Source: an optimization exercise on an open RTL-to-GDS flow (aim: small area). Production flows keep margins and buffers that such runs may drop. At most, simulation tests tie the RTL to the original design; equivalence was not proved. Power is estimated from default activity; no workload was simulated.

## fs_comp
module fs_comp (
    input  wire        clk,
    input  wire        rst,
    input  wire        start,
    input  wire        restart,
    input  wire [15:0] d_hold,
    input  wire [15:0] s,
    input  wire [15:0] p,
    input  wire [1:0]  form,
    input  wire [5:0]  eb,
    input  wire [5:0]  ea,
    input  wire [23:0] mb0,
    input  wire [23:0] mb1,
    input  wire [23:0] mb2,
    input  wire [23:0] mb3,
    input  wire [23:0] ma1,
    input  wire [23:0] ma2,
    input  wire [23:0] ma3,
    input  wire [15:0] drv_lo,
    input  wire [15:0] drv_hi,
    input  wire [15:0] fe_lim,
    input  wire [15:0] fe_time,
    output wire        ready,
    output reg         done,
    output wire [15:0] d,
    output wire [31:0] v,
    output reg         sat,
    output reg         fe_over,
    output reg         fe_fault,
    output reg  [15:0] fe_timer,
    output reg  [31:0] sat_cnt
);
For scale: ~2200 cells after synthesis, about 18000 µm² of cells after synthesis.
export LEC_CHECK = 0
export ABC_AREA = 1
export CAP_MARGIN = 20
export CORE_MARGIN = 2
export CORE_UTILIZATION = 25
export CTS_BUF_LIST = sky130_fd_sc_hd__clkbuf_4
export PLACE_DENSITY = 0.5
export SLEW_MARGIN = 20
create_clock -name core_clock -period 15.0 [get_ports {clk}]
standard.sh (not shown) runs the stock make flow with config.mk's settings and CLKGATE_MAP_FILE= SYNTH_SCRIPT=/design/flow/synth_recipe.tcl, a recipe that flattens the netlist after the stock synthesis.
==> flow/flow/run.sh <==
#!/bin/bash
# Standard ORFS layout, but with the port buffers made from the smallest
# buffer cell instead of the default choice.
set -euo pipefail
bash standard.sh "BUFFER_PORTS_ARGS=-buffer_cell sky130_fd_sc_hd__buf_1" finish > orfs_make.log 2>&1
The baseline finished clean.
Edit:
==> flow/run.sh (new file) <==
#!/bin/bash
# synth_recipe.tcl (not shown) runs the flow's synth.tcl, then flattens the netlist and writes it again
# the make line also repeats each setting of config.mk as NAME=value (left out here)
make -C /OpenROAD-flow-scripts/flow DESIGN_CONFIG=/design/flow/config.mk WORK_HOME=/design/flow/orfs CLKGATE_MAP_FILE= SYNTH_SCRIPT=/design/flow/synth_recipe.tcl finish
--- a/flow/config.mk
+++ b/flow/config.mk
@@ -6,9 +6,7 @@
 export NUM_CORES = 4
 export LEC_CHECK = 0
-export ABC_AREA = 1
 export CAP_MARGIN = 20
 export CORE_MARGIN = 2
 export CORE_UTILIZATION = 25
-export CTS_BUF_LIST = sky130_fd_sc_hd__clkbuf_4
 export PLACE_DENSITY = 0.5
 export SLEW_MARGIN = 20
removed: flow/flow/run.sh
removed: flow/standard.sh
=> Total power goes down by about 40%; register-to-register slack is worse by 0.72 ns; non-clock buffer count is higher by 2; flip-flop and latch count is unchanged; via count fell by about 8%.

fs_comp, a different RTL version from the one above (not shown whole).
Size: roughly 1,300 cells after synthesis, about 400 I/O pins, ~15,000 µm² of cells after synthesis.
Settings: LEC_CHECK=0, CAP_MARGIN=20, CORE_MARGIN=2, CORE_UTILIZATION=60, CTS_BUF_LIST=sky130_fd_sc_hd__clkbuf_8, CTS_CLUSTER_DIAMETER=50, CTS_CLUSTER_SIZE=12, PLACE_DENSITY=0.75, SLEW_MARGIN=20; clock period 15.0 ns.
==> flow/flow/run.sh <==
#!/bin/bash
# Standard ORFS layout, but with the port buffers made from the smallest
# buffer cell instead of the default choice.
set -euo pipefail
bash standard.sh "BUFFER_PORTS_ARGS=-buffer_cell sky130_fd_sc_hd__buf_1" finish > orfs_make.log 2>&1
The starting point produced a layout that fails on negative setup slack.
Rerun with:
--- a/flow/config.mk
+++ b/flow/config.mk
@@ -10,5 +10,5 @@
 export CORE_UTILIZATION = 60
-export CTS_BUF_LIST = sky130_fd_sc_hd__clkbuf_8
-export CTS_CLUSTER_DIAMETER = 50
-export CTS_CLUSTER_SIZE = 12
+export CTS_BUF_LIST = sky130_fd_sc_hd__clkbuf_16
+export CTS_CLUSTER_DIAMETER = 60
+export CTS_CLUSTER_SIZE = 20
 export PLACE_DENSITY = 0.75
The changed run reached the layout checks and failed them: negative setup slack; clock power went up by about 3%; cell count went down by 0.64%; via count went up by 0.31%.
No functional check of the RTL was part of any run of this note.

fs_comp, a different RTL version from the one above (not shown whole).
Size: ~1300 cells after synthesis, roughly 300 flip-flops, about 400 I/O pins, about 16000 µm² of cells after synthesis.
Settings: LEC_CHECK=0, CAP_MARGIN=20, CORE_MARGIN=2, CORE_UTILIZATION=60, CTS_BUF_LIST=sky130_fd_sc_hd__clkbuf_16, CTS_CLUSTER_DIAMETER=80, CTS_CLUSTER_SIZE=25, PLACE_DENSITY=0.75, SLEW_MARGIN=20; clock period 15.0 ns.
Scripts as last shown in full above: flow/flow/run.sh
The first run ran to the end with no violations.
Next try:
Settings changed: CTS_BUF_LIST sky130_fd_sc_hd__clkbuf_16 to sky130_fd_sc_hd__clkbuf_8, CTS_CLUSTER_DIAMETER 80 to 70, CTS_CLUSTER_SIZE 25 to 16.
The new run passed the timing, DRC and antenna checks. Maximum frequency went up slightly. Cell area decreases slightly. Clock-buffer cell count goes up by 7. Synthesized area does not change. Total power went down by a few percent.
No run of this note included a check of the RTL's function; only the layout flow was run.

Another version of the RTL of fs_comp (not shown whole).
For scale: about 1,300 cells after synthesis, roughly 400 I/O pins, roughly 15,000 um^2 of cells after synthesis.
## fs_comp
module fs_comp (
    input  wire        clk,
    input  wire        rst,
    input  wire        start,
    input  wire        restart,
    input  wire [15:0] d_hold,
    input  wire [15:0] s,
    input  wire [15:0] p,
    input  wire [1:0]  form,
    input  wire [5:0]  eb,
    input  wire [5:0]  ea,
    input  wire [23:0] mb0,
    input  wire [23:0] mb1,
    input  wire [23:0] mb2,
    input  wire [23:0] mb3,
    input  wire [23:0] ma1,
    input  wire [23:0] ma2,
    input  wire [23:0] ma3,
    input  wire [15:0] drv_lo,
    input  wire [15:0] drv_hi,
    input  wire [15:0] fe_lim,
    input  wire [15:0] fe_time,
    output wire        ready,
    output reg         done,
    output wire [15:0] d,
    output wire [31:0] v,
    output reg         sat,
    output reg         fe_over,
    output reg         fe_fault,
    output reg  [15:0] fe_timer,
    output reg  [31:0] sat_cnt
);
==> flow/config.mk <==
export PLATFORM = sky130hd
export DESIGN_NAME = fs_comp
export DESIGN_NICKNAME = fs_comp
export VERILOG_FILES = /design/flow/design.v
export SDC_FILE = /design/flow/constraint.sdc
export NUM_CORES = 4
export LEC_CHECK = 0
export CAP_MARGIN = 20
export CORE_MARGIN = 2
export CORE_UTILIZATION = 72
export CTS_BUF_LIST = sky130_fd_sc_hd__clkbuf_8
export CTS_CLUSTER_DIAMETER = 70
export CTS_CLUSTER_SIZE = 16
export PLACE_DENSITY = 0.85
export SLEW_MARGIN = 20
==> flow/constraint.sdc <==
create_clock -name core_clock -period 15.0 [get_ports {clk}]
set_input_delay 3.0000 -clock core_clock [delete_from_list [all_inputs] [get_ports {clk}]]
set_output_delay 3.0000 -clock core_clock [all_outputs]
set_load 0.01 [all_outputs]
Scripts as last shown in full above: flow/flow/run.sh
==> next run, changes <==
--- a/flow/config.mk
+++ b/flow/config.mk
@@ -10,5 +10,5 @@
-export CORE_UTILIZATION = 72
-export CTS_BUF_LIST = sky130_fd_sc_hd__clkbuf_8
-export CTS_CLUSTER_DIAMETER = 70
-export CTS_CLUSTER_SIZE = 16
-export PLACE_DENSITY = 0.85
+export CORE_UTILIZATION = 60
+export CTS_BUF_LIST = sky130_fd_sc_hd__clkbuf_16
+export CTS_CLUSTER_DIAMETER = 80
+export CTS_CLUSTER_SIZE = 25
+export PLACE_DENSITY = 0.75
The new run passed the timing, DRC and antenna checks; final area rose by 1.0%; die area rose by 19%; setup slack improved by 0.28 ns.
==> next run, changes <==
==> flow/flow/run.sh (replaced) <==
#!/bin/bash
# Standard ORFS layout, with the port buffers made from the smallest buffer
# cell and ORFS's power recovery (downsizing off-critical cells) enabled.
set -euo pipefail
bash standard.sh "BUFFER_PORTS_ARGS=-buffer_cell sky130_fd_sc_hd__buf_1" RECOVER_POWER=100 finish > orfs_make.log 2>&1
--- a/flow/config.mk
+++ b/flow/config.mk
@@ -11,3 +11,3 @@
-export CTS_BUF_LIST = sky130_fd_sc_hd__clkbuf_16
-export CTS_CLUSTER_DIAMETER = 80
-export CTS_CLUSTER_SIZE = 25
+export CTS_BUF_LIST = sky130_fd_sc_hd__clkbuf_8
+export CTS_CLUSTER_DIAMETER = 70
+export CTS_CLUSTER_SIZE = 16
Outcome:
- The new run finished with max-capacitance violations, max-slew violations left
- first-iteration DRC count goes down by 2.6%
- fmax goes down by 0.76%
- worst setup slack got worse by 0.097 ns
- count of clock-buffer cells in the layout goes up by 6
- worst hold slack improved by 0.0057 ns
- cell area goes down by 0.89%
==> next run, changes <==
==> flow/flow/run.sh (replaced) <==
#!/bin/bash
# Standard ORFS layout, but with the port buffers made from the smallest
# buffer cell instead of the default choice.
set -euo pipefail
bash standard.sh "BUFFER_PORTS_ARGS=-buffer_cell sky130_fd_sc_hd__buf_1" finish > orfs_make.log 2>&1
--- a/flow/config.mk
+++ b/flow/config.mk
@@ -12,2 +12,2 @@
-export CTS_CLUSTER_DIAMETER = 70
-export CTS_CLUSTER_SIZE = 16
+export CTS_CLUSTER_DIAMETER = 60
+export CTS_CLUSTER_SIZE = 20
=> This time the run completed without violations. Worst hold slack stays flat. Worst setup slack loses 0.026 ns. First-iteration DRC count goes up by a few percent. Synthesized area is unchanged. Sequential cell count stays the same.
==> next run, changes <==
==> flow/flow/run.sh (replaced) <==
#!/bin/bash
# Standard ORFS layout, with the port buffers made from the smallest buffer
# cell and ORFS's power recovery (downsizing off-critical cells) enabled.
set -euo pipefail
bash standard.sh "BUFFER_PORTS_ARGS=-buffer_cell sky130_fd_sc_hd__buf_1" RECOVER_POWER=100 finish > orfs_make.log 2>&1
--- a/flow/config.mk
+++ b/flow/config.mk
@@ -11,3 +11,3 @@
-export CTS_BUF_LIST = sky130_fd_sc_hd__clkbuf_8
-export CTS_CLUSTER_DIAMETER = 60
-export CTS_CLUSTER_SIZE = 20
+export CTS_BUF_LIST = sky130_fd_sc_hd__clkbuf_4
+export CTS_CLUSTER_DIAMETER = 50
+export CTS_CLUSTER_SIZE = 10
With this change the flow ran to the end with violations: max-capacitance violations, max-slew violations.
Core utilization goes down by 0.19 points.
Sequential cell count is unchanged.
Routed wire length goes up slightly.
==> next run, changes <==
==> flow/flow/run.sh (replaced) <==
#!/bin/bash
# Standard ORFS layout, but with the port buffers made from the smallest
# buffer cell instead of the default choice.
set -euo pipefail
bash standard.sh "BUFFER_PORTS_ARGS=-buffer_cell sky130_fd_sc_hd__buf_1" finish > orfs_make.log 2>&1
--- a/flow/config.mk
+++ b/flow/config.mk
@@ -11,3 +11,3 @@
-export CTS_BUF_LIST = sky130_fd_sc_hd__clkbuf_4
-export CTS_CLUSTER_DIAMETER = 50
-export CTS_CLUSTER_SIZE = 10
+export CTS_BUF_LIST = sky130_fd_sc_hd__clkbuf_8
+export CTS_CLUSTER_DIAMETER = 70
+export CTS_CLUSTER_SIZE = 16
Outcome: Now the flow finished clean. Via count is lower by about 1%. Clock skew is lower by 0.0065 ns. Synthesized cell count stays the same. Setup slack gets better by 0.036 ns. Worst hold slack gets better by 0.0041 ns.

## port drivers added, routing unchanged
How much do the figures lean on ideal ports? The routed layouts below were timed once more, with nothing changed but the port constraints.
Step 1 sets driving cells, clkbuf_16 on the clock port and buf_2 on the other inputs (assumed; they add their load-dependent delay and slew).
Step 2 moves the port delays by t, midway between the first and last clock arrival at a register: inputs arrive t later, outputs are due t later. That takes back most of the time a late clock gives input paths.
Three values: no drivers, after step 1, after step 2; two values: the first two.
run | shift t [ns] | setup slack, ns | worst data-port slew with drivers (ns)
the first run of note 1 | 0.847 | 7.267 / 7.297 / 6.450 | 0.10
the second run of note 1 | 0.621 | 5.982 / 6.020 / 5.399 | 0.08
the first run of note 2 | 0.572 | -0.334 / -0.311 / -0.883 | 0.14
the second run of note 2 | 0.572 | -0.386 / -0.359 / -0.931 | 0.14
the first run of note 3 | 0.552 | 2.314 / 2.314 / 2.314 | 0.06
the second run of note 3 | 0.600 | 2.379 / 2.379 / 2.366 | 0.06
the first run of note 4 | 0.598 | 2.115 / 2.115 / 1.806 | 0.07
the second run of note 4 | 0.544 | 2.400 / 2.400 / 1.890 | 0.05
the third run of note 4 | 0.595 | 2.303 / 2.303 / 1.883 | 0.07
the fourth run of note 4 | 0.605 | 2.277 / 2.277 / 1.904 | 0.07
the fifth run of note 4 | 0.700 | 2.292 / 2.292 / 1.938 | 0.07
the sixth run of note 4 | 0.592 | 2.328 / 2.328 / 1.947 | 0.07
For the first run of note 1, which loses most, drivers alone change the setup slack by +0.030 ns; drivers and shift together by -0.817 ns.
